This design comes from an exercise in tuning for small area, a short achievable clock period and few clock cycles on the open sky130 flow, not from production work. Function was checked by simulation only, so behaviour that the tests miss may differ from the original. No activity file was given, so power comes from the tool's default toggle rates.

===== run.sh =====
#!/bin/bash
# synth_recipe.tcl (not shown) runs the flow's synth.tcl, then flattens the netlist and writes it again
# the make line also repeats each setting of config.mk as NAME=value (left out here)
make -C /OpenROAD-flow-scripts/flow DESIGN_CONFIG=/design/flow/config.mk WORK_HOME=/design/flow/orfs CLKGATE_MAP_FILE= SYNTH_SCRIPT=/design/flow/synth_recipe.tcl finish

===== config.mk =====
export PLATFORM = sky130hd
export DESIGN_NAME = mxquant
export DESIGN_NICKNAME = mxquant
export VERILOG_FILES = /design/flow/design.v
export SDC_FILE = /design/flow/constraint.sdc
export NUM_CORES = 4
export LEC_CHECK = 0
export CAP_MARGIN = 20
export CORE_MARGIN = 2
export CORE_UTILIZATION = 65
export SETUP_SLACK_MARGIN = 1.5
export SLEW_MARGIN = 20

===== constraint.sdc =====
create_clock -name core_clock -period 24.0 [get_ports {clk}]
set_input_delay 4.8000 -clock core_clock [delete_from_list [all_inputs] [get_ports {clk}]]
set_output_delay 4.8000 -clock core_clock [all_outputs]
set_load 0.01 [all_outputs]

===== design.v =====
module mx_lane (
    input  wire        clk,
    input  wire [31:0] x,           
    input  wire        load,        
    input  wire [1:0]  cfg_el,      
    input  wire [2:0]  cfg_round,   
    input  wire [7:0]  mfin,        
    input  wire [15:0] u,           
    output reg  [7:0]  code,        
    output reg         f_sat        
);
    reg [1:0] el2, el3;
    reg [2:0] rnd2, rnd3;
    reg [7:0] m2;
    always @(posedge clk) begin
        if (load) begin
            el2  <= cfg_el;
            rnd2 <= cfg_round;
            m2   <= mfin;
        end
        el3  <= el2;
        rnd3 <= rnd2;
    end
    wire [1:0] el1 = load ? cfg_el : el2;
    wire        s    = x[31];
    wire        inf  = x[30:23] == 8'hFF;
    wire [7:0]  fe   = inf ? 8'hFE : x[30:23];
    wire [22:0] fm   = inf ? 23'h7F_FFFF : x[22:0];
    wire [23:0] raw  = {fe != 8'd0, fm};
    wire [7:0]  ee   = (fe == 8'd0) ? 8'd1 : fe;
    reg [4:0] pr, tz;
    integer i;
    always @(*) begin
        pr = 5'd0;
        for (i = 0; i < 24; i = i + 1)
            if (raw[i]) pr = i[4:0];
        tz = 5'd0;
        for (i = 23; i >= 0; i = i - 1)
            if (raw[i]) tz = i[4:0];
    end
    reg signed [9:0] k1;
    reg        [1:0] mb1;
    always @(*) begin
        case (el1)
            2'd0:    begin k1 = 10'sd6;  mb1 = 2'd3; end
            2'd1:    begin k1 = -10'sd8; mb1 = 2'd2; end
            2'd2:    begin k1 = 10'sd20; mb1 = 2'd1; end
            default: begin k1 = 10'sd17; mb1 = 2'd0; end
        endcase
    end
    reg              p1_s, p1_inf, p1_nz;
    reg       [23:0] p1_raw;
    reg signed [9:0] p1_ke;     
    reg signed [5:0] p1_pc;     
    reg        [5:0] p1_tzq;    
    always @(posedge clk) begin
        p1_s   <= s;
        p1_inf <= inf;
        p1_nz  <= raw != 24'd0;
        p1_raw <= raw;
        p1_ke  <= k1 - $signed({2'd0, ee});
        p1_pc  <= (el1 == 2'd3) ? 6'sd0 : $signed({1'b0, pr}) - $signed({4'd0, mb1});
        p1_tzq <= {1'b0, tz} + 6'd16;
    end
    wire signed [10:0] tc   = $signed({3'd0, m2}) + $signed({p1_ke[9], p1_ke});
    wire signed [10:0] pc   = {{5{p1_pc[5]}}, p1_pc};
    wire signed [10:0] d    = pc - tc;
    wire               nrm  = pc > tc;
    wire [5:0]         tcc  = (tc > 11'sd40) ? 6'd40 : tc[5:0];    
    wire [5:0]         rs   = nrm ? p1_pc[5:0] : tcc;
    wire [39:0]        w    = {p1_raw, 16'd0} >> rs;
    wire               stk  = p1_nz && (rs > p1_tzq);
    reg        p2_s, p2_inf, p2_stk;
    reg [7:0]  p2_rq;
    reg [15:0] p2_d;
    reg [4:0]  p2_base;
    always @(posedge clk) begin
        p2_s    <= p1_s;
        p2_inf  <= p1_inf;
        p2_stk  <= stk;
        p2_rq   <= w[23:16];
        p2_d    <= w[15:0];
        p2_base <= nrm ? d[4:0] : 5'd0;
    end
    wire        half    = p2_d[15];
    wire        below   = (|p2_d[14:0]) | p2_stk;
    wire        inexact = half | below;
    wire [16:0] dsum    = {1'b0, p2_d} + {1'b0, u};
    reg up;
    always @(*) begin
        case (rnd3)
            3'd0: up = half & (below | p2_rq[0]);
            3'd1: up = half;
            3'd2: up = 1'b0;
            3'd3: up = inexact & ~p2_s;
            3'd4: up = inexact & p2_s;
            3'd5: up = dsum[16];
            default: up = 1'b0;
        endcase
    end
    wire [8:0] rr0 = {1'b0, p2_rq};
    wire [8:0] rr1 = {1'b0, p2_rq} + 9'd1;
    reg [8:0] bs;
    reg [7:0] maxbits, sgnb;
    always @(*) begin
        case (el3)
            2'd0:    begin bs = {1'b0, p2_base, 3'd0}; maxbits = 8'h7E; sgnb = {p2_s, 7'd0}; end
            2'd1:    begin bs = {2'b0, p2_base, 2'd0}; maxbits = 8'h7B; sgnb = {p2_s, 7'd0}; end
            default: begin bs = {3'b0, p2_base, 1'd0}; maxbits = 8'h07; sgnb = {4'd0, p2_s, 3'd0}; end
        endcase
    end
    function [8:0] pack(input [8:0] rr, input [8:0] bs, input [7:0] maxbits,
                        input [7:0] sgnb, input is_int, input s);
        reg [8:0] cm;
        begin
            cm = bs + rr;
            if (is_int) begin
                if (!s && rr[7]) pack = {1'b1, 8'h7F};
                else if (s)      pack = {1'b0, 8'd0 - rr[7:0]};
                else             pack = {1'b0, rr[7:0]};
            end else if (cm > {1'b0, maxbits})
                pack = {1'b1, sgnb | maxbits};
            else
                pack = {1'b0, sgnb | cm[7:0]};
        end
    endfunction
    wire [8:0] pk0 = pack(rr0, bs, maxbits, sgnb, el3 == 2'd3, p2_s);
    wire [8:0] pk1 = pack(rr1, bs, maxbits, sgnb, el3 == 2'd3, p2_s);
    always @(*) begin
        code  = up ? pk1[7:0] : pk0[7:0];
        f_sat = (up ? pk1[8] : pk0[8]) | p2_inf;
    end
endmodule
module mxquant (
    input  wire         clk,
    input  wire         rst,           
    input  wire         in_valid,
    output wire         in_ready,
    input  wire [127:0] in_x,          
    input  wire [7:0]   in_fmt,        
    input  wire [2:0]   in_round,
    input  wire         in_sat,
    input  wire         seed_load,
    input  wire [31:0]  seed,
    output reg          out_valid,
    output reg  [31:0]  out_e,         
    output reg  [7:0]   out_scale,
    output reg  [3:0]   out_sat
);
    localparam LANES = 4;
    reg [2:0] ph;           
    reg [2:0] in_cnt;       
    reg       rdy;          
    reg       rdy_o;        
    reg       emit;         
    reg       v0, f0, l0;   
    reg [4:0] conv;         
    assign in_ready = rdy_o;
    wire accept   = in_valid && rdy;
    wire rdy_next = !seed_load && conv <= 5'd1 && (accept || ph + 3'd1 == in_cnt);
    always @(posedge clk) begin
        if (rst) begin
            ph     <= 3'd0;
            in_cnt <= 3'd0;
            rdy    <= 1'b1;
            rdy_o  <= 1'b1;
            emit   <= 1'b0;
            v0     <= 1'b0;
            f0     <= 1'b0;
            l0     <= 1'b0;
            conv   <= 5'd0;
        end else begin
            ph    <= ph + 3'd1;
            if (accept) in_cnt <= in_cnt + 3'd1;
            rdy   <= rdy_next;
            rdy_o <= rdy_next;
            v0    <= accept;
            f0    <= accept && in_cnt == 3'd0;
            l0    <= accept && in_cnt == 3'd7;
            if (ph == 3'd7) emit <= accept && in_cnt == 3'd7;
            if (seed_load)         conv <= 5'd26;
            else if (conv != 5'd0) conv <= conv - 5'd1;
        end
    end
    reg [127:0] r0, r1, r2, r3, r4, r5, r6, r7;
    always @(posedge clk) begin
        r0 <= rdy ? in_x : r7;
        r1 <= r0; r2 <= r1; r3 <= r2; r4 <= r3; r5 <= r4; r6 <= r5; r7 <= r6;
    end
    reg [1:0] cfg_el;
    reg [2:0] cfg_round;
    reg       cfg_sat;
    always @(posedge clk)
        if (accept) begin
            cfg_el    <= in_fmt[1:0];
            cfg_round <= in_round;
            cfg_sat   <= in_sat;
        end
    function [7:0] efld(input [31:0] v);    
        efld = (v[30:23] == 8'hFF) ? 8'hFE : v[30:23];
    endfunction
    function [7:0] max8(input [7:0] a, input [7:0] b);
        max8 = (a > b) ? a : b;
    endfunction
    reg  [3:0] emax;
    always @(*) begin
        case (cfg_el)
            2'd0:    emax = 4'd8;
            2'd1:    emax = 4'd15;
            2'd2:    emax = 4'd2;
            default: emax = 4'd0;
        endcase
    end
    reg       beat_nan, beat_inf;
    integer b;
    always @(*) begin
        beat_nan = 1'b0; beat_inf = 1'b0;
        for (b = 0; b < LANES; b = b + 1)
            if (r0[32*b+30 -: 8] == 8'hFF) begin
                if (r0[32*b +: 23] != 23'd0) beat_nan = 1'b1;
                else                         beat_inf = 1'b1;
            end
    end
    reg  [7:0] acc_max;
    reg        acc_nan, acc_inf;
    wire [7:0] m01  = max8(efld(r0[31:0]),  efld(r0[63:32]));
    wire [7:0] m23  = max8(efld(r0[95:64]), efld(r0[127:96]));
    wire [7:0] mold = f0 ? {4'd0, emax} : acc_max;
    wire [7:0] mfin = max8(max8(m01, m23), mold);
    always @(posedge clk)
        if (v0) begin
            acc_max <= mfin;
            acc_nan <= beat_nan | (acc_nan & ~f0);
            acc_inf <= beat_inf | (acc_inf & ~f0);
        end
    reg [2:0] rnd2;
    reg       nan2, nan3;
    reg [7:0] m2, xb3;
    reg [3:0] emax2;
    always @(posedge clk) begin
        if (l0) begin
            rnd2  <= cfg_round;
            nan2  <= acc_nan | beat_nan | ((acc_inf | beat_inf) & ~cfg_sat);
            m2    <= mfin;
            emax2 <= emax;
        end
        nan3 <= nan2;
        xb3  <= m2 - {4'd0, emax2};
    end
    reg v1, v2;
    always @(posedge clk) begin
        if (rst) begin
            v1 <= 1'b0; v2 <= 1'b0;
        end else begin
            v1 <= emit; v2 <= v1;
        end
    end
    function [31:0] lfsr_step(input [31:0] g);
        lfsr_step = g[0] ? ((g >> 1) ^ 32'h8020_0003) : (g >> 1);
    endfunction
    function [31:0] gen_sq(input [31:0] h);
        begin
            gen_sq[0] = ^(h & 32'h04210001);
            gen_sq[1] = ^(h & 32'h04210000);
            gen_sq[2] = ^(h & 32'h0C630002);
            gen_sq[3] = ^(h & 32'h08420000);
            gen_sq[4] = ^(h & 32'h18C60004);
            gen_sq[5] = ^(h & 32'h10840000);
            gen_sq[6] = ^(h & 32'h318C0008);
            gen_sq[7] = ^(h & 32'h21080000);
            gen_sq[8] = ^(h & 32'h63180010);
            gen_sq[9] = ^(h & 32'h42100000);
            gen_sq[10] = ^(h & 32'hC6300020);
            gen_sq[11] = ^(h & 32'h84200000);
            gen_sq[12] = ^(h & 32'h8C600040);
            gen_sq[13] = ^(h & 32'h08400000);
            gen_sq[14] = ^(h & 32'h18C00080);
            gen_sq[15] = ^(h & 32'h10800000);
            gen_sq[16] = ^(h & 32'h31800100);
            gen_sq[17] = ^(h & 32'h21000000);
            gen_sq[18] = ^(h & 32'h63000200);
            gen_sq[19] = ^(h & 32'h42000000);
            gen_sq[20] = ^(h & 32'hC6000400);
            gen_sq[21] = ^(h & 32'h84000000);
            gen_sq[22] = ^(h & 32'h88210800);
            gen_sq[23] = ^(h & 32'h08000000);
            gen_sq[24] = ^(h & 32'h10421000);
            gen_sq[25] = ^(h & 32'h10000000);
            gen_sq[26] = ^(h & 32'h20842000);
            gen_sq[27] = ^(h & 32'h20000000);
            gen_sq[28] = ^(h & 32'h41084000);
            gen_sq[29] = ^(h & 32'h40000000);
            gen_sq[30] = ^(h & 32'h82108000);
            gen_sq[31] = ^(h & 32'h80000000);
        end
    endfunction
    function [63:0] gen_u(input [31:0] h);
        begin
            gen_u[0] = ^(h & 32'h70793275);
            gen_u[1] = ^(h & 32'h912344B5);
            gen_u[2] = ^(h & 32'h3023CFDC);
            gen_u[3] = ^(h & 32'h40A060A8);
            gen_u[4] = ^(h & 32'h2ABBBA10);
            gen_u[5] = ^(h & 32'h77358938);
            gen_u[6] = ^(h & 32'h70406367);
            gen_u[7] = ^(h & 32'hEFE7FF1F);
            gen_u[8] = ^(h & 32'h31E9D066);
            gen_u[9] = ^(h & 32'h735D2675);
            gen_u[10] = ^(h & 32'h9C30BF39);
            gen_u[11] = ^(h & 32'h5B26F188);
            gen_u[12] = ^(h & 32'hB03FC37D);
            gen_u[13] = ^(h & 32'hCC16FF91);
            gen_u[14] = ^(h & 32'h32EBBFC8);
            gen_u[15] = ^(h & 32'h98E80C71);
            gen_u[16] = ^(h & 32'h93CB226F);
            gen_u[17] = ^(h & 32'h34EF357E);
            gen_u[18] = ^(h & 32'hA78FCB4B);
            gen_u[19] = ^(h & 32'hA17A3304);
            gen_u[20] = ^(h & 32'h5D54785D);
            gen_u[21] = ^(h & 32'hAEDB3289);
            gen_u[22] = ^(h & 32'h33127118);
            gen_u[23] = ^(h & 32'h89E925D1);
            gen_u[24] = ^(h & 32'hD6371781);
            gen_u[25] = ^(h & 32'h18129170);
            gen_u[26] = ^(h & 32'hA5F04E31);
            gen_u[27] = ^(h & 32'h5F03D201);
            gen_u[28] = ^(h & 32'hE7CDC245);
            gen_u[29] = ^(h & 32'hA44386D1);
            gen_u[30] = ^(h & 32'h2702A748);
            gen_u[31] = ^(h & 32'hD41EA04C);
            gen_u[32] = ^(h & 32'h4071A821);
            gen_u[33] = ^(h & 32'h89CCA749);
            gen_u[34] = ^(h & 32'h0F2238D1);
            gen_u[35] = ^(h & 32'h875808A1);
            gen_u[36] = ^(h & 32'h902A35A8);
            gen_u[37] = ^(h & 32'hF8AFB840);
            gen_u[38] = ^(h & 32'h94445531);
            gen_u[39] = ^(h & 32'hB3C22711);
            gen_u[40] = ^(h & 32'hB1E0690D);
            gen_u[41] = ^(h & 32'hD0055B6D);
            gen_u[42] = ^(h & 32'hA081F504);
            gen_u[43] = ^(h & 32'h85796D68);
            gen_u[44] = ^(h & 32'hA6D52A09);
            gen_u[45] = ^(h & 32'h66539D21);
            gen_u[46] = ^(h & 32'h245A1F61);
            gen_u[47] = ^(h & 32'hC2F31F41);
            gen_u[48] = ^(h & 32'h4460B3EE);
            gen_u[49] = ^(h & 32'h62E60D91);
            gen_u[50] = ^(h & 32'hED7CF131);
            gen_u[51] = ^(h & 32'h8AA34974);
            gen_u[52] = ^(h & 32'h1D896750);
            gen_u[53] = ^(h & 32'hEDEFBCE1);
            gen_u[54] = ^(h & 32'h48863190);
            gen_u[55] = ^(h & 32'h284C07E9);
            gen_u[56] = ^(h & 32'hB9DF1929);
            gen_u[57] = ^(h & 32'h0ED98711);
            gen_u[58] = ^(h & 32'h82DCE5A1);
            gen_u[59] = ^(h & 32'h2BA908F1);
            gen_u[60] = ^(h & 32'hDAFC7A24);
            gen_u[61] = ^(h & 32'hE6D4D315);
            gen_u[62] = ^(h & 32'hAACA6774);
            gen_u[63] = ^(h & 32'h48054F40);
        end
    endfunction
    reg [31:0] h;
    reg [63:0] ureg;
    always @(posedge clk) begin
        if (rst)
            h <= 32'h0000_0001;
        else if (seed_load)
            h <= seed;
        else if (conv != 5'd0)
            h <= gen_sq(h);
        else if (v1 && rnd2 == 3'd5)
            h <= lfsr_step(h);
        ureg <= gen_u(h);
    end
    wire [31:0] codes;
    wire [3:0]  sats;
    genvar l;
    generate
        for (l = 0; l < LANES; l = l + 1) begin : lane
            mx_lane u_lane (
                .clk       (clk),
                .x         (r7[32*l +: 32]),
                .load      (l0),
                .cfg_el    (cfg_el),
                .cfg_round (cfg_round),
                .mfin      (mfin),
                .u         (ureg[16*l +: 16]),
                .code      (codes[8*l +: 8]),
                .f_sat     (sats[l])
            );
        end
    endgenerate
    always @(posedge clk) begin
        if (rst)
            out_valid <= 1'b0;
        else
            out_valid <= v2;
        if (nan3) begin
            out_e     <= 32'd0;
            out_scale <= 8'hFF;
            out_sat   <= 4'd0;
        end else begin
            out_e     <= codes;
            out_scale <= xb3;
            out_sat   <= sats;
        end
    end
endmodule

==> run summary, run 1 <==
Layout:
- Of the cells placed in the final design, the portion with a size suffix greater than 1 is 8.79%.
- The area of combinational cells with multiple inputs is 30100 um2.
- Excluding fillers, the count of instances in the completed layout stands at 7861.
- After filler insertion, the fill cell instance count of the layout stands at 6922.
- The total number of nets in the final design is 7022.
- The register cell area after layout is 31700 um2.
- Once layout is done, the placed cells without fillers occupy 72200 um2.
- The post-synthesis to final-layout area growth is 12.8%.
- The repair_antennas step left the layout with diodes totalling 0.

STA:
- The actual slew at the worst max-slew pin is 1.13 ns.
- Setup repair after global routing left no endpoint under its margin.
- Setup total negative slack on the finished layout was measured at 0 ns.
- Of the available clock period, the critical path in the final layout requires 29.8%.
- After layout, the minimum clock period comes to 7.15 ns.
- Timing would allow up to 0.140 GHz.
- The number of hold-slack violations in the final timing report came to 0.
- The max-slew violation total from the final report is 0.
- Between clock sinks in the finished design, the worst skew comes to 0.0417 ns.
- The worst hold slack after final layout is 0.297 ns.
- The final setup violation count is 0.
- After layout, the worst setup slack is 16.85 ns.
- Headroom to the max-slew limit came out at 24.5%.

Synthesis:
- The mapped netlist covers 64100 um2.
- The number of flip-flops and latches in the synthesized netlist is 1566.
- The number of warning messages in the yosys log is 2.
- The share of the Yosys chip area taken by registers is 49.4%.
- After technology mapping, the gate count stands at 6300.
- In this run, synthesis inferred 31 flip-flops with an integrated enable.
- Among all flip-flop cells after synthesis, the most frequent one is sky130_fd_sc_hd__dfxtp_1.
- The share of flip-flops with an asynchronous set or reset is 0%.
- The count of cell types in the netlist is 109.
- The mean instance size in the synthesized netlist is 10.2 um2.
- Synthesis produced a netlist with a net count of 6864.

Job:
- The tool flagged a number of max-cap violations equal to 0.

Global routing:
- Global routing used 32.4% of the available tracks.
- The total overflow left after global routing is 0.
- The number of antenna violations at the first check in global routing was 4.
- The via count of the first global-routing pass is 45200.
- Entering global routing, the biggest net connects 90 pins.
- The global-route wire length before repair is 257000 um.

Route:
- In this run, the number of DRC markers left after iteration 0 of detailed routing was 4317.
- The number of nets with antenna violations after routing is 0.
- In the routed layout, each cell is associated on average with a via count of 5.92.
- The first detailed-routing pass ran for 10 iterations.
- Summing over every cut layer, the via total after detailed routing is 46600.
- After detailed routing, the number of remaining DRC violations is 0.
- In the final routed layout, each cell accounts on average for 21.2 um.
- The total detailed-routing wirelength is 167000 um.

Clocking:
- The clock passes through at most 3 buffers.
- After clock tree synthesis, the repair step resized 0 gates.
- For this design, the CTS-stage hold fixing added 0 buffers.
- The clock tree from TritonCTS is yes.
- Clock latency on the worst-skew pair, taken at its later pin, is 0.77 ns.
- The number of setup buffers added after CTS is 0.
- After clock tree synthesis, the clock-pin slew on the worst setup and hold paths is 0.06 ns.
- In this run, CTS created clock tree buffers numbering 145.
- The H-tree level count is 4.
- The sink count of the clock tree is 1566.
- The cell at the root of the clock tree is sky130_fd_sc_hd__clkbuf_16.

Pwr:
- The worst-case IR drop observed on VDD is 98.1 uV.
- Summed over all cells, the static leakage comes to 30.7 nW.
- The total power per unit cell area is 133 nW/um2.

Floorplanning:
- The initial standard-cell utilization of the core is 65.4%.
- The vertical die dimension is 318 um.
- The core region is 98000 um2.
- During I/O placement, the number of pins put on the boundary was 222.
- The full die area is 101000 um2.
- The cell row count is 115.
- The die width is 318 um.

Critical path:
- In this run the worst path has a maximum fanout of 29.
- The kind of critical path is reg -> reg.
- For this run, the slowest stage of the critical path takes 1.01 ns.
- The library cell contributing the largest single delay on the critical path is sky130_fd_sc_hd__clkinv_1.
- The endpoint arrival time on the critical path is 7.73 ns.
- The worst setup path is launched from a flop.
- The worst setup path is captured at a flop.
- Traced cell by cell, the critical path runs through ha_1, fa_1, a21o_1, o2111ai_1, a21oi_1, o21ai_0, nand2_1, ha_1, nor3b_1, o211ai_1, o31ai_4, nor2_1, a31oi_4, clkinv_1, mux2i_1, mux2_2, nor2_1, o41ai_1.
- The endpoint required time on the critical path is 24.58 ns.

Outcome:
- The flow ran to the end and the layout has no timing, DRC or antenna violations.

Placed design:
- The placed instances occupy a cell area of 67100 um2.
- The final weighted congestion of routability-driven global placement is 1.03.
- Summed over all nets, the half-perimeter wirelength after detailed placement is 120000 um.
- OpenSTA, run right after detailed placement, puts the worst setup slack at 17.23 ns.
- The total placed cells including tap cells is 7598.
- Buffers placed on the I/O ports in this run total 215.

Min path:
- The path type of the worst min-delay path is reg -> reg.
## cell usage after synthesis (all sizes together), types with 35 or more instances
master	instances	area share [%]
xnor2	471	6.4
o21a	51	0.60
and2	41	0.40
a21oi	339	2.7
clkbuf	172	1.0
mux2i	244	3.8
mux2	133	2.3
nor2	432	2.6
buf	77	0.64
or3	40	0.39
inv	328	1.9
a21o	84	0.98
or2	101	0.99
nor3	123	0.96
nand2	331	1.9
nand3	84	0.66
o22ai	57	0.58
nand4	60	0.59
a22oi	40	0.47
a221oi	39	0.55
dfxtp	1535	48
ha	363	7.1
xor2	159	2.2
nor2b	70	0.68
nand2b	35	0.34
nor4	60	0.61
o21ai	308	2.4
a211oi	78	0.93
## registers in the layout (all words and copies together) (netlist names), 64 cells and up
name	flops
r0	128
r1	128
r2	128
r3	128
r4	128
r5	128
r6	128
r7	128
lane.u_lane.p1_raw	96
lane.u_lane.p2_d	64
ureg	64
## cells in the final DEF, fill, tap and decap left out, types with 133 or more instances in the layout
master and count:
sky130_fd_sc_hd__nand2_1 330, sky130_fd_sc_hd__mux2i_1 243, sky130_fd_sc_hd__ha_1 363, sky130_fd_sc_hd__inv_1 313, sky130_fd_sc_hd__clkdlybuf4s50_1 213, sky130_fd_sc_hd__xnor2_1 471
sky130_fd_sc_hd__nor2_1 427, sky130_fd_sc_hd__mux2_2 133, sky130_fd_sc_hd__dfxtp_1 1533, sky130_fd_sc_hd__a21oi_1 336, sky130_fd_sc_hd__clkbuf_16 146, sky130_fd_sc_hd__xor2_1 157
sky130_fd_sc_hd__o21ai_0 293
## metal layers
layer,wire [um],vias to the layer above,GRT usage [%]
met1,73200,22100,44.2
met3,11500,360,5.07
li1,-,22300,-
met5,0,-,0
met4,6080,0,12.0
met2,75900,1802,52.2
## critical path: cells and delay by family, from the launching register on
family                     cells  cell delay (ns)
muxes                          2             0.91
AOI/OAI and AO/OA              8             2.67
DFF                            1             0.68
and+or+nand+nor                4             0.57
buffers and inverters          1             1.01
adders and majority gates      3             1.12
## report_power, final
group	internal, mW	switching (mW)
clock	1.36	1.02
sequential	3.07	0.316
combinational	1.59	2.22
## cells by family (layout without fill, tap and decap cells)
logic type | Yosys count | in the layout | share of synthesized area (%)
flops | 1566 | 1566 | 49.4
simple gates | 1433 | 1433 | 10.8
compound gates | 1324 | 1324 | 13.5
xor+xnor | 630 | 630 | 8.61
buf+inv | 581 | 855 | 3.60
fa+ha+maj | 389 | 389 | 7.89
mux | 377 | 377 | 6.16
## layout make-up
cell class              count  area share (%)
flip-flops and latches   1566            43.8
multi-input cells        4153            41.7
clock buffers             197            5.68
repair buffers            260            3.43
well taps                1287            2.23
inverters                 332            1.73
clock inverters            66            1.37
## path summary, 6_finish.rpt
kind	cells after the start	startpoint	to	slack [ns]
worst max register to register	18	lane[2].u_lane.m2[0]$_DFFE_PP_	lane[0].u_lane.p2_d[6]$_DFF_P_	16.85
worst min register to register	0	r4[24]$_DFF_P_	r5[24]$_DFF_P_	0.30
worst max-delay path	18	lane[2].u_lane.m2[0]$_DFFE_PP_	lane[0].u_lane.p2_d[6]$_DFF_P_	16.85
worst min-delay path	0	r4[24]$_DFF_P_	r5[24]$_DFF_P_	0.30
## metrics by stage
step,power [mW],utilization [%]
after floorplan,6.09,-
after global placement,7.06,68.5
after detailed placement,7.10,68.5
after CTS,9.53,73.7
after global routing,10.1,73.7
final,9.57,73.7
Testbench counts, summed over its fixed seeds: cycles 96,088.
==> run 2: changes to the inputs <==
--- a/config.mk
+++ b/config.mk
@@ -9,3 +9,3 @@
 export CORE_MARGIN = 2
-export CORE_UTILIZATION = 65
+export CORE_UTILIZATION = 40
 export SETUP_SLACK_MARGIN = 1.5
==> run summary, run 2 <==
Synthesis:
- The mean instance size in the synthesized netlist is 10.2 um2 (unchanged).
- The number of flip-flops and latches in the synthesized netlist is 1566 (unchanged).
- The count of cell types in the netlist is 109 (unchanged).
- The most frequently used cell type in the post-synthesis netlist is sky130_fd_sc_hd__dfxtp_1 (unchanged).
- The share of flip-flops with an asynchronous set or reset is 0% (unchanged).
- The post-synthesis instance total was 6300 (unchanged).
- The number of nets in the synthesized netlist is 6864 (unchanged).
- The number of warning messages in the yosys log is 2 (unchanged).
- The leading area contributor after synthesis was sky130_fd_sc_hd__dfxtp_1 (unchanged).
- The fraction of synthesized cell area taken by the top area cell type came to 48.0% (unchanged).
- Ranking of synthesized cells by instance count: sky130_fd_sc_hd__dfxtp_1, sky130_fd_sc_hd__xnor2_1, sky130_fd_sc_hd__nor2_1 (unchanged).
- The sequential element share of the synthesized area came to 49.4% (unchanged).
- The post-synthesis instance area is 64100 um2 (unchanged).
- Dominant cells by area after synthesis: sky130_fd_sc_hd__dfxtp_1, sky130_fd_sc_hd__ha_1, sky130_fd_sc_hd__xnor2_1 (unchanged).
- The prevailing post-synth register cell was sky130_fd_sc_hd__dfxtp_1 (unchanged).
- The number of enable flip-flop cells after synthesis is 31 (unchanged).

Clocking:
- The clock-pin slew on the worst setup and hold paths is 0.06 ns (about the same).
- The clock tree from TritonCTS is yes (unchanged).
- The H-tree level count came to 4 (unchanged).
- The maximum number of buffers from clock root to sink is 3 (unchanged).
- The setup fix buffers added after clock tree synthesis is 0 (unchanged).
- The number of gates given a new drive strength after cts is 0 (unchanged).
- The clock latency of the later-clocked register in the worst-skew pair is 0.81 ns (was 0.77 ns).
- The number of CTS-inserted buffers is 158 (was 145).
- The hold-fix buffer count after cts came to 0 (unchanged).
- The cell at the root of the clock tree is sky130_fd_sc_hd__clkbuf_16 (unchanged).
- The sink count of the clock tree is 1566 (unchanged).

Critical path:
- The number of buffers and inverters on the critical path is 1 (unchanged).
- The endpoint arrival time on the critical path is 7.45 ns (was 7.73 ns).
- The number of cells on the worst reg-to-reg path came to 32 (was 18).
- The maximum cell stage delay along the critical path is 0.55 ns (was 1.01 ns).
- The worst-case register-to-register setup slack came to 17.08 ns (was 16.85 ns).
- The start point of the critical path is r0[121]$_DFF_P_ (was lane[2].u_lane.m2[0]$_DFFE_PP_).
- The critical path startpoint category is a flop (unchanged).
- The highest fanout seen on the critical path came to 15 (was 29).
- The startpoint of the worst-slack reg-to-reg timing path is r0[121]$_DFF_P_ (was lane[2].u_lane.m2[0]$_DFFE_PP_).
- The kind of critical path is reg -> reg (unchanged).
- The reg-to-reg critical path endpoint is lane[2].u_lane.m2[7]$_DFFE_PP_ (was lane[0].u_lane.p2_d[6]$_DFF_P_).
- The capturing instance or port of the critical path is lane[2].u_lane.m2[7]$_DFFE_PP_ (was lane[0].u_lane.p2_d[6]$_DFF_P_).
- The library cell contributing the largest single delay on the critical path was sky130_fd_sc_hd__dfxtp_1 (was sky130_fd_sc_hd__clkinv_1).
- The endpoint required time on the critical path is 24.53 ns (was 24.58 ns).
- The critical path's most frequent cell is sky130_fd_sc_hd__o21ai_0.
- The capturing element type of the critical path is a flop (unchanged).
- The kind of cell with the highest combined delay on the critical path is compound AO/OA/AOI/OAI gates (unchanged).
- The instance count on the critical path was 32 (was 18).

Layout:
- Leading cell types in the layout, fill and taps excluded: sky130_fd_sc_hd__dfxtp_1, sky130_fd_sc_hd__xnor2_1, sky130_fd_sc_hd__nor2_1 (unchanged).
- The fraction of final layout cells with drive strength greater than 1 came to 9.41% (was 8.79%).
- The commonest non-fill, non-tap cell in the layout is sky130_fd_sc_hd__dfxtp_1 (unchanged).
- The count of fill cells added during filler insertion came to 14800 (was 6922).
- The total number of nets in the final design is 7047 (was 7022).
- The post-synthesis to final-layout area growth is 15.1% (was 12.8%).
- The final core utilization is 46.4% (was 73.7%).

Global routing:
- The number of antenna violations at the first check in global routing was 6 (was 4).
- The total congestion overflow after global routing is 0 (unchanged).
- The overall fraction of global-route tracks in use is 20.8% (was 32.4%).
- The largest net degree at the start of global routing came to 69 (was 90).
- The global-route wire length before repair was 262000 um (was 257000 um).
- The via count of the first global-routing pass is 43800 (was 45200).

Min path:
- The path type of the worst min-delay path was reg -> reg (unchanged).
- The startpoint of the lowest-slack hold path is r6[62]$_DFF_P_ (was r4[24]$_DFF_P_).

STA:
- The actual slew at the worst max-slew pin is 1.14 ns (was 1.13 ns).
- RSZ-0062 raised after global routing: false (unchanged).
- The aggregate negative setup slack is 0 ns (unchanged).
- The max-slew violation total from the final report is 0 (unchanged).
- The worst-case clock skew is 0.0340 ns (was 0.0417 ns).
- The worst slew slack as a fraction of its limit is 23.7% (was 24.5%).
- The final setup violation count is 0 (unchanged).
- The final critical path time including I/O delays and setup is 6.92 ns (was 7.15 ns).
- The final period utilization is 28.8% (was 29.8%).
- The number of hold-slack violations in the final timing report was 0 (unchanged).
- The maximum achievable frequency was 0.145 GHz (was 0.140 GHz).
- The worst hold slack after final layout is 0.311 ns (was 0.297 ns).

Placed design:
- The final weighted congestion of routability-driven global placement is 0.951 (was 1.03).
- The estimated wirelength of the detail-placed design is 130000 um (was 120000 um).
- The number of input and output port buffers inserted is 215 (unchanged).

Route:
- The violation count after the first detailed-route iteration is 3638 (was 4317).
- The number of design rule violations left after detail routing is 0 (unchanged).
- The mean number of vias per cell is 5.24 (was 5.92).
- The wire length per cell is 19.9 um (was 21.2 um).
- The detailed-route via count is 45500 (was 46600).
- The number of nets with antenna violations after routing is 0 (unchanged).
- The length of the first detailed-routing pass in iterations is 8 (was 10).
- The total detailed-routing wirelength came to 173000 um (was 167000 um).

Floorplanning:
- The floorplan core area was 159000 um2 (was 98000 um2).
- The cell row count was 146 (was 115).
- The initial standard-cell utilization of the core came to 40.4% (was 65.4%).
- The vertical die dimension came to 404 um (was 318 um).
- The full die area is 163000 um2 (was 101000 um2).
- The total I/O pin count came to 222 (unchanged).
- The die width is 404 um (was 318 um).

Pwr:
- The portion of total power attributed to sequential cells was 34.6% (was 35.4%).
- The leakage power figure came to 31.0 nW (was 30.7 nW).
- The power after layout is 9.73 mW (was 9.57 mW).
- The total power per unit cell area is 132 nW/um2 (was 133 nW/um2).
- The share of power burned in the clock network is 25.9% (was 24.8%).
- The maximum ir drop on the vdd rail is 82.7 uV (was 98.1 uV).
- The net switching power figure is 3.60 mW (was 3.56 mW).
- The share of power burned in combinational logic was 39.4% (was 39.8%).
- The internal portion of total power is 6.13 mW (was 6.01 mW).
- The switching part of the total is 37.0% (was 37.2%).

Job:
- The count of maximum capacitance violations is 0 (unchanged).

Outcome:
- Outcome: complete, no violations (unchanged).
-- run 2: cell families after synthesis --
family	share of synthesized area [%]
muxes	6.16
xor gates and xnor gates	8.61
AOI/OAI and AO/OA	13.5
buffers and inverters	3.60
DFF	49.4
and+or+nand+nor	10.8
adders and majority gates	7.89
-- run 2: power groups by stage --
stage                     Clock [mW]  Sequential, mW  Combinational [mW]
after floorplan                    0            3.25                2.84
after global placement             0            3.41                3.75
after detailed placement           0            3.42                3.75
after CTS                       2.59            3.37                3.78
after global routing            2.70            3.42                4.18
final                           2.52            3.37                3.84
-- run 2: metal layers --
layer	up-vias	routed length, um	track usage, %
met4	0	4240	6.02
met1	21500	84500	30.4
met5	-	0	0
li1	22400	-	-
met3	210	10000	3.25
met2	1392	73800	31.4
-- run 2: worst reg2reg max path, delay by kind of cell, from the launching register on --
kind	cells	cell delay [ns]
flops	1	0.55
fa+ha+maj	4	0.90
simple gates	10	1.18
buf+inv	1	0.05
compound gates	15	3.25
mux	2	0.72
-- run 2: worst min-delay path by stage --
stage,endpoint,slack (ns),cells after the start
2_1_floorplan,lane[0].u_lane.p2_inf$_DFF_P_,0.31,0
3_3_place_gp,r4[73]$_DFF_P_,0.31,0
3_5_place_dp,r2[91]$_DFF_P_,0.31,0
4_1_cts,r3[24]$_DFF_P_,0.32,0
5_1_grt,r4[14]$_DFF_P_,0.32,0
6_report,r7[62]$_DFF_P_,0.31,0
-- run 2: final cells by class --
| class | instances | area [um2] | area share, % |
|---|---|---|---|
| antenna | 4 | 10.0 | 0.0136 |
| tap | 2072 | 2590 | 3.52 |
| sequential | 1566 | 31700 | 43.0 |
| inverter | 332 | 1250 | 1.69 |
| clock buffer | 208 | 4440 | 6.03 |
| timing repair buffer | 272 | 2590 | 3.51 |
| clock inverter | 81 | 1040 | 1.41 |
| multi-input combinational | 4153 | 30100 | 40.9 |
-- run 2: through the flow --
stage               setup slack, ns  std cells  area [um2]
finish                        17.08       8688       73700
global route                  16.56       8684       73700
CTS                           17.01       8682       73700
detailed placement            17.13       8393       68200
global placement              17.22       8393       68200
floorplan                     17.90       6300       64100
==> run 3: changes to the inputs <==
--- a/config.mk
+++ b/config.mk
@@ -7,3 +7,3 @@
 export LEC_CHECK = 0
-export CAP_MARGIN = 20
+export CAP_MARGIN = 70
 export CORE_MARGIN = 2
@@ -11,2 +11,2 @@
 export SETUP_SLACK_MARGIN = 1.5
-export SLEW_MARGIN = 20
+export SLEW_MARGIN = 85
==> run summary, run 3 <==
Floorplanning:
- The floorplan core area came to 159000 um2 (unchanged).
- The total I/O pin count is 222 (unchanged).
- The die width is 404 um (unchanged).
- The full die area is 163000 um2 (unchanged).
- The cell row count came to 146 (unchanged).
- The vertical die dimension is 404 um (unchanged).
- The initial standard-cell utilization of the core is 40.4% (unchanged).

Route:
- The mean number of vias per cell is 5.23 (was 5.24).
- The violation count after the first detailed-route iteration is 3322 (was 3638).
- The wire length per cell is 20.0 um (was 19.9 um).
- The number of nets with antenna violations after routing is 0 (unchanged).
- The number of design rule violations left after detail routing is 0 (unchanged).
- The total detailed-routing wirelength is 195000 um (was 173000 um).
- The length of the first detailed-routing pass in iterations is 8 (unchanged).
- The detailed-route via count is 50800 (was 45500).

Critical path:
- The highest fanout seen on the critical path is 17 (was 15).
- The capturing element type of the critical path is a flop (unchanged).
- The number of buffers and inverters on the critical path came to 25 (was 1).
- The endpoint arrival time on the critical path was 13.25 ns (was 7.45 ns).
- The endpoint required time on the critical path is 24.74 ns (was 24.53 ns).
- The maximum cell stage delay along the critical path is 0.53 ns (was 0.55 ns).
- The critical path's most frequent cell is sky130_fd_sc_hd__clkdlybuf4s50_1 (was sky130_fd_sc_hd__o21ai_0).
- The kind of critical path is reg -> reg (unchanged).
- The kind of cell with the highest combined delay on the critical path is buffers and inverters (was compound AO/OA/AOI/OAI gates).
- The worst-case register-to-register setup slack is 11.50 ns (was 17.08 ns).
- The library cell contributing the largest single delay on the critical path is sky130_fd_sc_hd__clkdlybuf4s50_1 (was sky130_fd_sc_hd__dfxtp_1).
- The critical path startpoint category is a flop (unchanged).

Clocking:
- The maximum number of buffers from clock root to sink is 3 (unchanged).
- The cell at the root of the clock tree is sky130_fd_sc_hd__clkbuf_16 (unchanged).
- The sink count of the clock tree came to 1566 (unchanged).
- The number of gates given a new drive strength after cts came to 0 (unchanged).
- The clock latency of the later-clocked register in the worst-skew pair is 0.80 ns (was 0.81 ns).
- The number of CTS-inserted buffers was 158 (unchanged).
- The hold-fix buffer count after cts came to 0 (unchanged).
- The clock-pin slew on the worst setup and hold paths is 0.07 ns (was 0.06 ns).
- The clock tree from TritonCTS was yes (unchanged).
- The setup fix buffers added after clock tree synthesis is 0 (unchanged).
- The H-tree level count was 4 (unchanged).

Synthesis:
- The post-synthesis instance area came to 64100 um2 (unchanged).
- The post-synthesis instance total is 6300 (unchanged).
- Ranking of synthesized cells by instance count: sky130_fd_sc_hd__dfxtp_1, sky130_fd_sc_hd__xnor2_1, sky130_fd_sc_hd__nor2_1 (unchanged).
- Dominant cells by area after synthesis: sky130_fd_sc_hd__dfxtp_1, sky130_fd_sc_hd__ha_1, sky130_fd_sc_hd__xnor2_1 (unchanged).
- The number of enable flip-flop cells after synthesis is 31 (unchanged).
- The number of warning messages in the yosys log is 2 (unchanged).
- The mean instance size in the synthesized netlist is 10.2 um2 (unchanged).
- The sequential element share of the synthesized area is 49.4% (unchanged).
- The number of nets in the synthesized netlist is 6864 (unchanged).
- The leading area contributor after synthesis is sky130_fd_sc_hd__dfxtp_1 (unchanged).
- The count of cell types in the netlist is 109 (unchanged).
- The share of flip-flops with an asynchronous set or reset is 0% (unchanged).
- The number of flip-flops and latches in the synthesized netlist is 1566 (unchanged).
- The most frequently used cell type in the post-synthesis netlist is sky130_fd_sc_hd__dfxtp_1 (unchanged).
- The fraction of synthesized cell area taken by the top area cell type is 48.0% (unchanged).
- The prevailing post-synth register cell is sky130_fd_sc_hd__dfxtp_1 (unchanged).

STA:
- The actual slew at the worst max-slew pin was 0.322 ns (was 1.14 ns).
- The final period utilization came to 52.1% (was 28.8%).
- The worst slew slack as a fraction of its limit is 78.5% (was 23.7%).
- The aggregate negative setup slack is 0 ns (unchanged).
- The number of hold-slack violations in the final timing report is 0 (unchanged).
- The max-slew violation total from the final report is 0 (unchanged).
- RSZ-0062 raised after global routing: false (unchanged).
- The final setup violation count was 0 (unchanged).
- The final critical path time including I/O delays and setup came to 12.50 ns (was 6.92 ns).
- The worst-case clock skew is 0.0308 ns (was 0.0340 ns).
- The maximum achievable frequency is 0.0800 GHz (was 0.145 GHz).
- The worst hold slack after final layout is 0.292 ns (was 0.311 ns).

Global routing:
- The overall fraction of global-route tracks in use is 22.8% (was 20.8%).
- The via count of the first global-routing pass is 50000 (was 43800).
- The largest net degree at the start of global routing came to 31 (was 69).
- The total congestion overflow after global routing came to 0 (unchanged).
- The number of antenna violations at the first check in global routing is 2 (was 6).
- The global-route wire length before repair came to 290000 um (was 262000 um).

Layout:
- The area of combinational cells with multiple inputs is 43000 um2 (was 30100 um2).
- The total number of nets in the final design came to 8075 (was 7047).
- The commonest non-fill, non-tap cell in the layout was sky130_fd_sc_hd__dfxtp_1 (unchanged).
- Leading cell types in the layout, fill and taps excluded: sky130_fd_sc_hd__dfxtp_1, sky130_fd_sc_hd__clkdlybuf4s50_1, sky130_fd_sc_hd__buf_1 (was sky130_fd_sc_hd__dfxtp_1, sky130_fd_sc_hd__xnor2_1, sky130_fd_sc_hd__nor2_1).
- The fraction of final layout cells with drive strength greater than 1 came to 36.0% (was 9.41%).
- The register cell area after layout was 32200 um2 (was 31700 um2).
- The post-synthesis to final-layout area growth was 48.0% (was 15.1%).
- The count of fill cells added during filler insertion came to 12300 (was 14800).

Pwr:
- The maximum ir drop on the vdd rail is 81.4 uV (was 82.7 uV).
- The leakage power figure is 37.9 nW (was 31.0 nW).
- The total power per unit cell area is 133 nW/um2 (was 132 nW/um2).

Job:
- The count of maximum capacitance violations came to 0 (unchanged).

Placed design:
- The estimated wirelength of the detail-placed design is 147000 um (was 130000 um).
- The final weighted congestion of routability-driven global placement is 0.951 (unchanged).
- The number of input and output port buffers inserted is 215 (unchanged).

Outcome:
- Outcome: complete, no violations (unchanged).

Min path:
- The path type of the worst min-delay path is reg -> reg (unchanged).
## run 3: cell counts after synthesis
No cell type changed its count.
## run 3: final timing paths
check,start,to,cells after the start
worst min-delay path,r5[114]$_DFF_P_,r6[114]$_DFF_P_,0
worst max register to register,lane[2].u_lane.m2[4]$_DFFE_PP_,lane[0].u_lane.p2_d[6]$_DFF_P_,41
worst max-delay path,lane[2].u_lane.m2[4]$_DFFE_PP_,lane[0].u_lane.p2_d[6]$_DFF_P_,41
worst min register to register,r5[114]$_DFF_P_,r6[114]$_DFF_P_,0
## run 3: power breakdown
part / internal, mW / switching, mW
Combinational: 3.19 / 3.40
Sequential: 3.09 / 0.347
Clock: 1.55 / 1.04
## run 3: kinds of logic after synthesis
group	share of synthesized area, %
AOI/OAI and AO/OA	13.5
xor gates and xnor gates	8.61
adders and majority gates	7.89
buffers and inverters	3.60
DFF	49.4
muxes	6.16
and+or+nand+nor	10.8
## run 3: routing by layer
| layer | GRT usage, % | up-vias | wire, um | part of all wire [%] |
|---|---|---|---|---|
| li1 | - | 24400 | - | - |
| met2 | 35.8 | 1429 | 88500 | 45 |
| met4 | 7.05 | 0 | 6720 | 3.5 |
| met3 | 3.78 | 371 | 11100 | 5.7 |
| met5 | 0 | - | 0 | 0 |
| met1 | 32.0 | 24600 | 88300 | 45 |
## run 3: worst reg2reg max path: cells and delay by family (launching register included)
family	cells	cell delay [ns]
AND/OR/NAND/NOR	5	0.56
multiplexers	3	0.64
buffers and inverters	25	9.45
flip-flops	1	0.36
adder cells (fa/ha/maj)	2	0.44
XOR/XNOR	1	0.07
AO/OA/AOI/OAI	5	0.92
## run 3: per-stage QoR
stage / instances / power, mW / utilization, % / cell area [um2] / setup WS (ns)
floorplan: 6300 / 6.09 / - / 64100 / 17.90
CTS: 9621 / 12.0 / 57.3 / 90900 / 11.67
global placement: 8393 / 7.16 / 42.9 / 68200 / 17.22
detailed placement: 9333 / 9.38 / 53.8 / 85300 / 11.72
global route: 9711 / 13.2 / 59.7 / 94800 / 11.02
finish: 9713 / 12.6 / 59.7 / 94800 / 11.50
## run 3: cell type report
| class | instances | area share (%) |
|---|---|---|
| antenna | 2 | 0.00528 |
| clock buffer | 227 | 5.00 |
| clock inverter | 61 | 0.917 |
| inverter | 332 | 1.49 |
| multi-input combinational | 4153 | 45.3 |
| sequential | 1566 | 33.9 |
| tap | 2072 | 2.73 |
| timing repair buffer | 1300 | 10.7 |
==> run 4: changes to the inputs <==
--- a/config.mk
+++ b/config.mk
@@ -7,3 +7,3 @@
 export LEC_CHECK = 0
-export CAP_MARGIN = 70
+export CAP_MARGIN = 50
 export CORE_MARGIN = 2
@@ -11,2 +11,2 @@
 export SETUP_SLACK_MARGIN = 1.5
-export SLEW_MARGIN = 85
+export SLEW_MARGIN = 70
==> run summary, run 4 <==
Clocking:
- The sink count of the clock tree was 1566 (unchanged).
- The clock latency of the later-clocked register in the worst-skew pair was 0.81 ns (was 0.80 ns).
- The number of gates given a new drive strength after cts is 0 (unchanged).
- The clock-pin slew on the worst setup and hold paths is 0.07 ns (about the same).
- The H-tree level count is 4 (unchanged).
- The cell at the root of the clock tree is sky130_fd_sc_hd__clkbuf_16 (unchanged).
- The maximum number of buffers from clock root to sink is 3 (unchanged).
- The number of CTS-inserted buffers came to 157 (was 158).
- The setup fix buffers added after clock tree synthesis was 0 (unchanged).
- The clock tree from TritonCTS is yes (unchanged).
- The hold-fix buffer count after cts is 0 (unchanged).

Synthesis:
- The combinational family with the most area after synthesis is compound AO/OA/AOI/OAI gates (unchanged).
- The count of cell types in the netlist is 109 (unchanged).
- The adder-cell share of the synthesized area is 7.89% (unchanged).
- The number of nets in the synthesized netlist came to 6864 (unchanged).
- Ranking of synthesized cells by instance count: sky130_fd_sc_hd__dfxtp_1, sky130_fd_sc_hd__xnor2_1, sky130_fd_sc_hd__nor2_1 (unchanged).
- The simple-gate portion of the synthesized area is 10.8% (unchanged).
- The post-synthesis instance total is 6300 (unchanged).
- The number of enable flip-flop cells after synthesis is 31 (unchanged).
- The most frequently used cell type in the post-synthesis netlist is sky130_fd_sc_hd__dfxtp_1 (unchanged).
- Dominant cells by area after synthesis: sky130_fd_sc_hd__dfxtp_1, sky130_fd_sc_hd__ha_1, sky130_fd_sc_hd__xnor2_1 (unchanged).
- The mean instance size in the synthesized netlist is 10.2 um2 (unchanged).
- The prevailing post-synth register cell is sky130_fd_sc_hd__dfxtp_1 (unchanged).
- The xor-xnor portion of the synthesized cell area is 8.61% (unchanged).
- The number of flip-flops and latches in the synthesized netlist was 1566 (unchanged).
- The synthesized-area fraction occupied by ao, oa, aoi and oai cells is 13.5% (unchanged).
- The post-synthesis instance area is 64100 um2 (unchanged).
- The leading area contributor after synthesis is sky130_fd_sc_hd__dfxtp_1 (unchanged).
- The fraction of synthesized area in multiplexers came to 6.16% (unchanged).
- The sequential element share of the synthesized area is 49.4% (unchanged).
- The fraction of synthesized cell area taken by the top area cell type came to 48.0% (unchanged).
- The number of warning messages in the yosys log is 2 (unchanged).
- The share of flip-flops with an asynchronous set or reset is 0% (unchanged).

Critical path:
- The number of buffers and inverters on the critical path was 1 (was 25).
- The critical path startpoint category is a flop (unchanged).
- The kind of critical path is reg -> out (was reg -> reg).
- The endpoint required time on the critical path is 19.20 ns (was 24.74 ns).
- The capturing element type of the critical path is an output pin (was flop).
- The instance count on the critical path is 1 (was 41).
- Walking the worst path, the cells encountered are clkdlybuf4s50_1.
- The kind of cell with the highest combined delay on the critical path is buffers and inverters (unchanged).
- The highest fanout seen on the critical path was 1 (was 17).
- The endpoint arrival time on the critical path was 1.82 ns (was 13.25 ns).
- The library cell contributing the largest single delay on the critical path is sky130_fd_sc_hd__clkdlybuf4s50_1 (unchanged).
- The number of cells on the worst reg-to-reg path came to 21 (was 41).
- The maximum cell stage delay along the critical path was 0.58 ns (was 0.53 ns).

Global routing:
- The number of antenna violations at the first check in global routing is 7 (was 2).
- The overall fraction of global-route tracks in use was 21.0% (was 22.8%).
- The via count of the first global-routing pass was 44200 (was 50000).
- The total congestion overflow after global routing is 0 (unchanged).
- The global-route wire length before repair is 265000 um (was 290000 um).
- The largest net degree at the start of global routing is 63 (was 31).

Pwr:
- The maximum ir drop on the vdd rail is 77.1 uV (was 81.4 uV).
- The total power per unit cell area came to 131 nW/um2 (was 133 nW/um2).
- The leakage power figure is 31.7 nW (was 37.9 nW).

Placed design:
- The final weighted congestion of routability-driven global placement came to 0.951 (unchanged).
- The estimated wirelength of the detail-placed design was 132000 um (was 147000 um).
- The worst setup timing slack at the placement stage came to 17.59 ns (was 11.72 ns).
- The number of input and output port buffers inserted came to 215 (unchanged).

Floorplanning:
- The die width was 404 um (unchanged).
- The total I/O pin count is 222 (unchanged).
- The full die area is 163000 um2 (unchanged).
- The cell row count was 146 (unchanged).
- The vertical die dimension was 404 um (unchanged).
- The floorplan core area is 159000 um2 (unchanged).
- The initial standard-cell utilization of the core came to 40.4% (unchanged).

Min path:
- The cell depth of the worst hold path is 0 (unchanged).
- The path type of the worst min-delay path is reg -> reg (unchanged).

STA:
- The number of hold-slack violations in the final timing report is 0 (unchanged).
- RSZ-0062 raised after global routing: false (unchanged).
- The final period utilization is 27.6% (was 52.1%).
- The final critical path time including I/O delays and setup is 6.62 ns (was 12.50 ns).
- The maximum achievable frequency is 0.151 GHz (was 0.0800 GHz).
- The slack of the critical path came to 17.38 ns (was 11.50 ns).
- The worst slew slack as a fraction of its limit is 70.3% (was 78.5%).
- The worst-case clock skew came to 0.0360 ns (was 0.0308 ns).
- The final setup violation count came to 0 (unchanged).
- The actual slew at the worst max-slew pin is 0.433 ns (was 0.322 ns).
- The aggregate negative setup slack was 0 ns (unchanged).
- The max-slew violation total from the final report is 0 (unchanged).

Route:
- The mean number of vias per cell came to 5.23 (about the same).
- The detailed-route via count was 45800 (was 50800).
- The number of design rule violations left after detail routing is 0 (unchanged).
- The total detailed-routing wirelength is 175000 um (was 195000 um).
- The number of nets with antenna violations after routing was 0 (unchanged).
- The length of the first detailed-routing pass in iterations is 5 (was 8).
- The wire length per cell is 19.9 um (was 20.0 um).
- The violation count after the first detailed-route iteration is 3345 (was 3322).

Layout:
- The commonest non-fill, non-tap cell in the layout is sky130_fd_sc_hd__dfxtp_1 (unchanged).
- The post-synthesis to final-layout area growth was 18.6% (was 48.0%).
- Leading cell types in the layout, fill and taps excluded: sky130_fd_sc_hd__dfxtp_1, sky130_fd_sc_hd__nor2_1, sky130_fd_sc_hd__xnor2_1 (was sky130_fd_sc_hd__dfxtp_1, sky130_fd_sc_hd__clkdlybuf4s50_1, sky130_fd_sc_hd__buf_1).
- The total number of nets in the final design is 7115 (was 8075).
- The fraction of final layout cells with drive strength greater than 1 is 13.8% (was 36.0%).

Job:
- The count of maximum capacitance violations is 0 (unchanged).

Outcome:
- Outcome: complete, no violations (unchanged).
run 4: logic make-up after synthesis:
| group | count (synthesis) |
|---|---|
| buf+inv | 581 |
| compound gates | 1324 |
| fa+ha+maj | 389 |
| mux | 377 |
| simple gates | 1433 |
| xor+xnor | 630 |
| flops | 1566 |
run 4: metal layers:
layer  global-route usage, %  share of wire (%)
met2                    31.9                 43
met4                    6.13                2.7
met3                    3.29                5.4
met5                       0                  0
met1                    30.6                 49
run 4: layout make-up:
type / instances / area, um2
Fill cell: 14500 / 82800
Sequential cell: 1566 / 31800
Multi-Input combinational cell: 4153 / 31600
Clock buffer: 208 / 4440
Timing Repair Buffer: 341 / 3120
Tap cell: 2072 / 2590
Inverter: 332 / 1280
Clock inverter: 85 / 1120
Antenna cell: 3 / 7.51
run 4: report_power, final:
| group | internal [mW] | switching, mW |
|---|---|---|
| registers | 3.07 | 0.314 |
| logic | 1.70 | 2.33 |
| clock network | 1.50 | 1.06 |
run 4: final timing paths:
kind / start / endpoint / slack, ns
worst max-delay path: out_e[21]$_SDFF_PP0_ / out_e[21] / 17.38
worst min-delay path: r3[63]$_DFF_P_ / r4[63]$_DFF_P_ / 0.32
worst max register to register: lane[2].u_lane.m2[0]$_DFFE_PP_ / lane[1].u_lane.p2_rq[7]$_SDFF_PN0_ / 17.60
worst min register to register: r3[63]$_DFF_P_ / r4[63]$_DFF_P_ / 0.32
run 4: stage by stage:
stage | hold WS [ns] | util, % | cells | instance area (um2) | power [mW]
after global placement | 0.310 | 42.9 | 8393 | 68200 | 7.16
after CTS | 0.307 | 47.5 | 8747 | 75500 | 9.95
after global routing | 0.318 | 47.9 | 8757 | 76000 | 10.5
after detailed placement | 0.312 | 44.0 | 8454 | 69900 | 7.34
after floorplan | 0.310 | - | 6300 | 64100 | 6.09
final | 0.316 | 47.9 | 8760 | 76000 | 9.97
==> run 5: changes to the inputs <==
--- a/design.v
+++ b/design.v
@@ -68,6 +68,6 @@
     wire               nrm  = pc > tc;
-    wire [5:0]         tcc  = (tc > 11'sd40) ? 6'd40 : tc[5:0];    
-    wire [5:0]         rs   = nrm ? p1_pc[5:0] : tcc;
-    wire [39:0]        w    = {p1_raw, 16'd0} >> rs;
-    wire               stk  = p1_nz && (rs > p1_tzq);
+    wire               far  = !nrm && tc[10:6] != 5'd0;     
+    wire [5:0]         rs   = nrm ? p1_pc[5:0] : tc[5:0];
+    wire [39:0]        w    = far ? 40'd0 : {p1_raw, 16'd0} >> rs;
+    wire               stk  = p1_nz && (far || rs > p1_tzq);
     reg        p2_s, p2_inf, p2_stk;
@@ -100,33 +100,24 @@
     end
-    wire [8:0] rr0 = {1'b0, p2_rq};
-    wire [8:0] rr1 = {1'b0, p2_rq} + 9'd1;
-    reg [8:0] bs;
-    reg [7:0] maxbits, sgnb;
+    wire       is_int = el3 == 2'd3;
+    reg  [7:0] bs, maxbits, sgnb;
     always @(*) begin
         case (el3)
-            2'd0:    begin bs = {1'b0, p2_base, 3'd0}; maxbits = 8'h7E; sgnb = {p2_s, 7'd0}; end
-            2'd1:    begin bs = {2'b0, p2_base, 2'd0}; maxbits = 8'h7B; sgnb = {p2_s, 7'd0}; end
-            default: begin bs = {3'b0, p2_base, 1'd0}; maxbits = 8'h07; sgnb = {4'd0, p2_s, 3'd0}; end
+            2'd0:    begin bs = {p2_base, 3'd0};       maxbits = 8'h7E; sgnb = {p2_s, 7'd0}; end
+            2'd1:    begin bs = {1'b0, p2_base, 2'd0}; maxbits = 8'h7B; sgnb = {p2_s, 7'd0}; end
+            2'd2:    begin bs = {2'b0, p2_base, 1'd0}; maxbits = 8'h07; sgnb = {4'd0, p2_s, 3'd0}; end
+            default: begin bs = 8'd0;                  maxbits = 8'h7F; sgnb = 8'd0; end
         endcase
     end
-    function [8:0] pack(input [8:0] rr, input [8:0] bs, input [7:0] maxbits,
-                        input [7:0] sgnb, input is_int, input s);
-        reg [8:0] cm;
-        begin
-            cm = bs + rr;
-            if (is_int) begin
-                if (!s && rr[7]) pack = {1'b1, 8'h7F};
-                else if (s)      pack = {1'b0, 8'd0 - rr[7:0]};
-                else             pack = {1'b0, rr[7:0]};
-            end else if (cm > {1'b0, maxbits})
-                pack = {1'b1, sgnb | maxbits};
-            else
-                pack = {1'b0, sgnb | cm[7:0]};
-        end
-    endfunction
-    wire [8:0] pk0 = pack(rr0, bs, maxbits, sgnb, el3 == 2'd3, p2_s);
-    wire [8:0] pk1 = pack(rr1, bs, maxbits, sgnb, el3 == 2'd3, p2_s);
+    wire       neg = is_int & p2_s;
+    wire [8:0] sum = {1'b0, neg ? ~p2_rq : p2_rq} + {1'b0, bs} + {8'd0, up ^ neg};
     always @(*) begin
-        code  = up ? pk1[7:0] : pk0[7:0];
-        f_sat = (up ? pk1[8] : pk0[8]) | p2_inf;
+        f_sat = p2_inf;
+        if (is_int) begin
+            if (!p2_s && up && p2_rq[6:0] == 7'h7F) begin code = 8'h7F; f_sat = 1'b1; end
+            else                                          code = sum[7:0];
+        end else if (sum > {1'b0, maxbits}) begin
+            code = sgnb | maxbits; f_sat = 1'b1;
+        end else begin
+            code = sgnb | sum[7:0];
+        end
     end
@@ -153,3 +144,2 @@
     reg       rdy;          
-    reg       rdy_o;        
     reg       emit;         
@@ -157,3 +147,3 @@
     reg [4:0] conv;         
-    assign in_ready = rdy_o;
+    assign in_ready = rdy;
     wire accept   = in_valid && rdy;
@@ -165,3 +155,2 @@
             rdy    <= 1'b1;
-            rdy_o  <= 1'b1;
             emit   <= 1'b0;
@@ -175,3 +164,2 @@
             rdy   <= rdy_next;
-            rdy_o <= rdy_next;
             v0    <= accept;
@@ -185,4 +173,5 @@
     reg [127:0] r0, r1, r2, r3, r4, r5, r6, r7;
+    wire        wr = ph == in_cnt;
     always @(posedge clk) begin
-        r0 <= rdy ? in_x : r7;
+        r0 <= wr ? in_x : r7;
         r1 <= r0; r2 <= r1; r3 <= r2; r4 <= r3; r5 <= r4; r6 <= r5; r7 <= r6;
@@ -225,6 +214,23 @@
     reg        acc_nan, acc_inf;
-    wire [7:0] m01  = max8(efld(r0[31:0]),  efld(r0[63:32]));
-    wire [7:0] m23  = max8(efld(r0[95:64]), efld(r0[127:96]));
     wire [7:0] mold = f0 ? {4'd0, emax} : acc_max;
-    wire [7:0] mfin = max8(max8(m01, m23), mold);
+    wire [7:0] cand [0:4];
+    assign cand[0] = r0[30:23];
+    assign cand[1] = r0[62:55];
+    assign cand[2] = r0[94:87];
+    assign cand[3] = r0[126:119];
+    assign cand[4] = mold;
+    reg  [7:0] mraw;
+    reg        win;
+    integer ci, cj;
+    always @(*) begin
+        mraw = 8'd0;
+        for (ci = 0; ci < 5; ci = ci + 1) begin
+            win = 1'b1;
+            for (cj = 0; cj < 5; cj = cj + 1)
+                if (cj < ci)      win = win & (cand[ci] >  cand[cj]);
+                else if (cj > ci) win = win & (cand[ci] >= cand[cj]);
+            mraw = mraw | (cand[ci] & {8{win}});
+        end
+    end
+    wire [7:0] mfin = (mraw == 8'hFF) ? 8'hFE : mraw;
     always @(posedge clk)
==> flow/run.sh (new file) <==
#!/bin/bash
# The standard layout, with the port buffers made from plain buffers
# (sky130_fd_sc_hd__buf_2) instead of the delay buffers buffer_ports picks
# by default. Every input and output port still gets its own buffer.
set -e
export BUFFER_PORTS_ARGS="-buffer_cell sky130_fd_sc_hd__buf_2"
bash standard.sh > standard.log 2>&1
==> standard.sh (new file) <==
#!/bin/bash
# synth_recipe.tcl (not shown) runs the flow's synth.tcl, then flattens the netlist and writes it again
# the make line also repeats each setting of config.mk as NAME=value (left out here)
make -C /OpenROAD-flow-scripts/flow DESIGN_CONFIG=/design/flow/config.mk WORK_HOME=/design/flow/orfs CLKGATE_MAP_FILE= SYNTH_SCRIPT=/design/flow/synth_recipe.tcl "${@:-finish}"
removed: run.sh
==> run summary, run 5 <==
Placed design:
- The estimated wirelength of the detail-placed design is 128000 um (was 132000 um).
- The number of input and output port buffers inserted is 215 (unchanged).
- The final weighted congestion of routability-driven global placement is 0.949 (was 0.951).

Route:
- The violation count after the first detailed-route iteration was 3292 (was 3345).
- The highest routing layer actually used is met5 (was met4).
- The number of design rule violations left after detail routing is 0 (unchanged).
- The sum of met3 wire segment lengths after detailed routing is 9700 um (was 9510 um).
- The total detailed-routing wirelength is 170000 um (was 175000 um).
- The wire length per cell was 19.9 um (about the same).
- The met1 routed wirelength after detailed routing was 79800 um (was 85500 um).
- The number of nets with antenna violations after routing came to 0 (unchanged).
- The mean number of vias per cell is 5.23 (about the same).

Critical path:
- The worst-case register-to-register setup slack is 17.36 ns (was 17.60 ns).
- The maximum cell stage delay along the critical path is 0.53 ns (was 0.58 ns).
- The kind of critical path is reg -> reg (was reg -> out).
- The library cell contributing the largest single delay on the critical path is sky130_fd_sc_hd__edfxtp_1 (was sky130_fd_sc_hd__clkdlybuf4s50_1).
- The number of cells on the worst reg-to-reg path is 28 (was 21).

Clocking:
- The clock-pin slew on the worst setup and hold paths came to 0.06 ns (was 0.07 ns).
- The hold-fix buffer count after cts came to 0 (unchanged).
- The sink count of the clock tree is 1566 (unchanged).
- The number of CTS-inserted buffers is 159 (was 157).
- The H-tree level count is 4 (unchanged).
- The clock tree from TritonCTS is yes (unchanged).
- The number of gates given a new drive strength after cts is 0 (unchanged).
- The cell at the root of the clock tree is sky130_fd_sc_hd__clkbuf_16 (unchanged).

STA:
- The final critical path time including I/O delays and setup is 6.64 ns (was 6.62 ns).
- The worst hold slack after final layout is 0.304 ns (was 0.316 ns).
- RSZ-0062 raised after global routing: false (unchanged).
- The aggregate negative setup slack came to 0 ns (unchanged).
- The actual slew at the worst max-slew pin is 0.490 ns (was 0.433 ns).
- The max-slew violation total from the final report is 0 (unchanged).
- The final setup violation count was 0 (unchanged).
- The maximum achievable frequency is 0.151 GHz (about the same).
- The worst slew slack as a fraction of its limit was 67.1% (was 70.3%).

Floorplanning:
- The vertical die dimension came to 399 um (was 404 um).
- The total I/O pin count is 222 (unchanged).
- The die width is 399 um (was 404 um).
- The cell row count is 145 (was 146).
- The full die area is 159000 um2 (was 163000 um2).

Min path:
- The path type of the worst min-delay path is reg -> reg (unchanged).
- The cell depth of the worst hold path is 0 (unchanged).

Pwr:
- The internal portion of total power is 6.96 mW (was 6.27 mW).
- The total power per unit cell area is 156 nW/um2 (was 131 nW/um2).
- The net switching power figure was 4.55 mW (was 3.71 mW).
- The share of power burned in combinational logic is 43.5% (was 40.4%).
- The maximum ir drop on the vdd rail is 77.8 uV (was 77.1 uV).
- The portion of total power attributed to sequential cells is 34.3% (was 33.9%).
- The share of power burned in the clock network came to 22.2% (was 25.7%).
- The switching part of the total is 39.5% (was 37.2%).
- The leakage power figure is 30.8 nW (was 31.7 nW).

Layout:
- Leading cell types in the layout, fill and taps excluded: sky130_fd_sc_hd__dfxtp_1, sky130_fd_sc_hd__xnor2_1, sky130_fd_sc_hd__nand2_1 (was sky130_fd_sc_hd__dfxtp_1, sky130_fd_sc_hd__nor2_1, sky130_fd_sc_hd__xnor2_1).
- The fraction of final layout cells with drive strength greater than 1 is 17.9% (was 13.8%).
- The total number of nets in the final design is 6902 (was 7115).

Global routing:
- The via count of the first global-routing pass came to 43600 (was 44200).
- The total congestion overflow after global routing is 0 (unchanged).
- The largest net degree at the start of global routing was 72 (was 63).
- The number of antenna violations at the first check in global routing is 9 (was 7).
- The global-route wire length before repair is 259000 um (was 265000 um).

Synthesis:
- The number of nets in the synthesized netlist is 6633 (was 6864).
- The fraction of synthesized cell area taken by the top area cell type was 49.2% (was 48.0%).
- The post-synthesis instance area is 62500 um2 (was 64100 um2).
- The number of enable flip-flop cells after synthesis is 31 (unchanged).
- The number of flip-flops and latches in the synthesized netlist is 1566 (unchanged).
- The count of cell types in the netlist came to 109 (unchanged).
- The share of flip-flops with an asynchronous set or reset came to 0% (unchanged).
- The mean instance size in the synthesized netlist is 10.3 um2 (was 10.2 um2).
- The prevailing post-synth register cell is sky130_fd_sc_hd__dfxtp_1 (unchanged).
- The sequential element share of the synthesized area is 50.7% (was 49.4%).
- Ranking of synthesized cells by instance count: sky130_fd_sc_hd__dfxtp_1, sky130_fd_sc_hd__xnor2_1, sky130_fd_sc_hd__nand2_1 (was sky130_fd_sc_hd__dfxtp_1, sky130_fd_sc_hd__xnor2_1, sky130_fd_sc_hd__nor2_1).
- The number of warning messages in the yosys log came to 2 (unchanged).

Outcome:
- Outcome: complete, no violations (unchanged).
## run 5: changes by cell type in the layout (fill, tap and decap cells not counted), sizes merged, moves of 28 or more
cell	previous run	this run
clkdlybuf4s50	215	2
o21ai	308	280
inv	347	307
mux2i	244	172
nor2	432	346
nand2b	35	64
buf	120	331
nand2	331	378
## run 5: final cells by class
cell class                 instances  area [um2]
fill                           14400       81900
sequential                      1566       31800
multi-input combinational       3996       30600
clock buffer                     197        4330
tap                             2058        2570
timing repair buffer             339        2010
clock inverter                    99        1290
inverter                         294        1130
antenna                            4        10.0
## run 5: worst max-delay path by stage
stage                              startpoint                           endpoint  slack, ns
6_report       lane[2].u_lane.m2[0]$_DFFE_PP_      lane[3].u_lane.p2_stk$_DFF_P_      17.36
5_1_grt        lane[2].u_lane.m2[0]$_DFFE_PP_      lane[3].u_lane.p2_stk$_DFF_P_      16.87
4_1_cts                  out_e[19]$_SDFF_PP0_                          out_e[19]      17.68
3_5_place_dp                        seed_load                  h[8]$_SDFFE_PP0P_      17.64
3_3_place_gp   lane[2].u_lane.m2[1]$_DFFE_PP_  lane[3].u_lane.p2_d[6]$_SDFF_PP0_      16.35
2_1_floorplan                       seed_load                 h[27]$_SDFFE_PP0P_      18.05
## run 5: worst max-delay path, delay by kind of cell (launching register included)
family	cells	cell delay (ns)
compound gates	13	2.66
xor+xnor	1	0.17
fa+ha+maj	4	1.20
buf+inv	3	0.73
flops	1	0.53
simple gates	7	1.24
## run 5: logic make-up (layout without fill, tap and decap cells)
| logic type | after synthesis | count (layout) | synth area share [%] |
|---|---|---|---|
| muxes | 292 | 292 | 4.97 |
| xor gates and xnor gates | 617 | 617 | 8.65 |
| adders and majority gates | 370 | 370 | 7.66 |
| and+or+nand+nor | 1464 | 1464 | 11.5 |
| buffers and inverters | 525 | 929 | 3.28 |
| DFF | 1566 | 1566 | 50.7 |
| AOI/OAI and AO/OA | 1253 | 1253 | 13.2 |
| other | 0 | 4 | 0 |
## run 5: metal layers
metal  GRT usage, %  vias up
li1               -    21800
met1           29.3    21300
met2           32.9     1302
met3           3.50      273
met4           7.59        4
met5              0        -
## run 5: power by group through the flow
stage | Sequential [mW] | Clock [mW] | Combinational [mW]
2_1_floorplan | 3.74 | 0 | 3.48
3_3_place_gp | 3.95 | 0 | 4.62
3_5_place_dp | 3.99 | 0 | 4.85
4_1_cts | 3.94 | 2.62 | 4.89
5_1_grt | 4.03 | 2.72 | 5.44
6_report | 3.94 | 2.56 | 5.00
## run 5: through the flow
stage	util (%)	power (mW)	area, um2	std cells	worst slack (ns)
2_1_floorplan	-	7.22	62500	6087	18.05
3_3_place_gp	42.2	8.57	65700	8186	16.35
3_5_place_dp	43.4	8.84	67600	8245	17.64
4_1_cts	47.1	11.4	73200	8541	17.68
5_1_grt	47.3	12.2	73700	8549	16.87
6_report	47.4	11.5	73700	8553	17.36
Testbench counts of run 5, summed over its fixed seeds: cycles 96,088.

Setup slack of run 5, layout unchanged: 17.356 ns with ideal ports, 17.356 ns with driving cells assumed (clock clkbuf_16, inputs buf_2), 17.356 ns with port delays also shifted by the 0.891 ns mid clock arrival.
